This is an optimization exercise on Yosys and OpenROAD, whose aim is small area, a short achievable clock period and few clock cycles, not a production implementation.
Only simulation tests tie the RTL to the original design; equivalence was not proved.
No activity file was given, so power comes from the tool's default toggle rates.

## slv_mvblk
module slv_mvblk (
    input  wire        clk,
    input  wire        rst,
    input  wire        in_valid,
    output wire        in_ready,
    input  wire [31:0] in_data,
    output reg         out_valid,
    input  wire        out_ready,
    output reg  [31:0] out_data,
    output reg         out_sat,
    output reg         out_last
);
    reg        ir;               
    reg  [8:0] widx;             
    reg  [3:0] dlt;              
    reg  [4:0] cd;               
    reg  [1:0] nrow;             
    assign in_ready = ir;
    wire take = in_valid && ir;
    wire [8:0] widx_inc = (widx == 9'd272) ? 9'd0 : widx + 9'd1;
    wire       is_a     = (widx >= 9'd17);
    wire       rowst    = is_a && (widx[3:0] == 4'd1);    
    wire       is_x0    = (widx == 9'd1);
    reg [31:0] d0;
    reg        fx0;              
    reg        t_hdr, t_x, t_a;
    reg        slow;             
    reg  [8:0] thi, ohi;         
    reg  [7:0] tlo;              
    reg  [5:0] kh;               
    reg  [6:0] shl;              
    reg        h_busy;
    reg  [5:0] hcnt;
    reg        acc_full;
    wire       taken = out_valid && out_ready;
    wire       hload = acc_full && !h_busy;
    wire [1:0] nrow_h = nrow - {1'b0, hload};
    wire       row_ok = (nrow == 2'd0) ||
                        (nrow == 2'd1 && (hload || !h_busy || taken));
    wire [3:0] dlt_nt = dlt - 4'd1;
    wire [3:0] dlt_t  = is_x0 ? 4'd0 : dlt;
  ...
Size: ~5,900 cells after synthesis, about 1,000 flip-flops, about 72 I/O pins, ~60,000 µm² of cells after synthesis.
==> flow/config.mk <==
export PLATFORM = sky130hd
export DESIGN_NAME = slv_mvblk
export DESIGN_NICKNAME = slv_mvblk
export VERILOG_FILES = /design/flow/design.v
export SDC_FILE = /design/flow/constraint.sdc
export NUM_CORES = 4
export LEC_CHECK = 0
export CAP_MARGIN = 10
export CORE_MARGIN = 2
export CORE_UTILIZATION = 68
export CTS_BUF_LIST = sky130_fd_sc_hd__clkbuf_8 sky130_fd_sc_hd__clkbuf_16
export SLEW_MARGIN = 10
==> flow/constraint.sdc <==
create_clock -name core_clock -period 18.0 [get_ports {clk}]
set_input_delay 3.6000 -clock core_clock [delete_from_list [all_inputs] [get_ports {clk}]]
set_output_delay 3.6000 -clock core_clock [all_outputs]
set_load 0.01 [all_outputs]
standard.sh (not shown) runs the stock make flow with config.mk's settings and CLKGATE_MAP_FILE= SYNTH_SCRIPT=/design/flow/synth_recipe.tcl, a recipe that flattens the netlist after the stock synthesis.
==> flow/flow/run.sh <==
#!/bin/bash
# Standard layout (the standard.sh, unchanged synthesis), with changes only
# to how it is optimised:
#  - ports are buffered with buf_4 instead of the default delay-type buffer;
#  - repair_timing (after CTS and after global routing) aims for extra setup
#    margin and may change cell footprints, so the resizer also speeds up
#    paths that already meet the 18 ns clock.
# The clock period, the SDC and every other setting are the standard flow's.
set -euo pipefail
bash standard.sh "BUFFER_PORTS_ARGS=-buffer_cell sky130_fd_sc_hd__buf_4" \
    SETUP_SLACK_MARGIN=13.3 MATCH_CELL_FOOTPRINT=0 finish > standard_flow.log 2>&1
The first run went through all stages and came out clean.
Testbench counts at the start, summed over its fixed seeds: cycles 52,498.
==> next run, changes <==
--- a/flow/flow/run.sh
+++ b/flow/flow/run.sh
@@ -11 +11 @@
-    SETUP_SLACK_MARGIN=13.3 MATCH_CELL_FOOTPRINT=0 finish > standard_flow.log 2>&1
+    SETUP_SLACK_MARGIN=13.2 MATCH_CELL_FOOTPRINT=0 finish > standard_flow.log 2>&1
Settings changed: CAP_MARGIN 10 to 20, CORE_UTILIZATION 68 to 60, CTS_BUF_LIST sky130_fd_sc_hd__clkbuf_8 sky130_fd_sc_hd__clkbuf_16 to not set, SLEW_MARGIN 10 to 20.
=>
- The changed run completed without violations
- via count goes down by 3.1%
- synthesized area does not change
- die area goes up by 13%


== old ==
slv_mvblk again, from the RTL that the note above started with.
==> flow/design.v (excerpt) <==
module slv_mvblk (
    input  wire        clk,
    input  wire        rst,
    input  wire        in_valid,
    output wire        in_ready,
    input  wire [31:0] in_data,
    output reg         out_valid,
    input  wire        out_ready,
    output reg  [31:0] out_data,
    output reg         out_sat,
    output reg         out_last
);
Settings: LEC_CHECK=0, CAP_MARGIN=20, CORE_MARGIN=2, CORE_UTILIZATION=68, SLEW_MARGIN=20; clock period 18.0 ns.
==> flow/flow/run.sh <==
#!/bin/bash
# Standard layout (the standard.sh, unchanged synthesis), with changes only
# to how it is optimised:
#  - ports are buffered with buf_4 instead of the default delay-type buffer;
#  - repair_timing (after CTS and after global routing) aims for extra setup
#    margin and may change cell footprints, so the resizer also speeds up
#    paths that already meet the 18 ns clock.
# The clock period, the SDC and every other setting are the standard flow's.
set -euo pipefail
bash standard.sh "BUFFER_PORTS_ARGS=-buffer_cell sky130_fd_sc_hd__buf_4" \
    SETUP_SLACK_MARGIN=13.3 MATCH_CELL_FOOTPRINT=0 finish > standard_flow.log 2>&1
Testbench counts of old, summed over its fixed seeds: cycles 52,498.
The following lists how new was set up differently from old:
- a change of CORE_UTILIZATION from 68 to 76
- Summary of new over old: area occupied by multi-input gates now sits at about the same level, final design area excluding fillers now sits lower, initial antenna violation count now sits higher.
- The setup slack of new is smaller than that of old.
- Clock network power share: higher on old
- new vs old, transition time of the tightest slew-check pin went down by 0.082 ns.

port drivers added, routing unchanged:
In the flow no input, the clock included, has a driving cell. The finished layouts below were timed again as built, in two steps.
Step 1 sets driving cells, clkbuf_16 on the clock port and buf_2 on the other inputs (assumed; they add their load-dependent delay and slew).
Step 2 adds t to the input delays and takes it off the output delays; t is the mean of the earliest and latest rising clock arrival at the registers after step 1. Input paths then give back, and output paths get back, about the clock's delay inside the block.
Three values: ideal ports, drivers, drivers and shift; two values: the first two.
| run | shift t [ns] | setup slack, ns | worst register clock-pin slew, ns | worst slew at a driven data input, ns | pins driven straight from the clock port |
|---|---|---|---|---|---|
| the first run of note 1 | 0.775 | 13.221 / 13.149 / 12.925 | 0.07 / 0.07 | 0.04 | 1 |
| the second run of note 1 | 0.794 | 13.205 / 13.126 / 12.926 | 0.07 / 0.07 | 0.03 | 1 |
| old | 0.786 | 13.205 / 13.131 / 12.927 | 0.07 / 0.07 | 0.04 | 1 |
| new | 0.766 | 13.198 / 13.163 / 12.920 | 0.08 / 0.08 | 0.06 | 1 |
After both steps setup and hold are still met in every run listed. For the first run of note 1, which loses most, drivers alone change the setup slack by -0.072 ns; drivers and shift together by -0.296 ns.
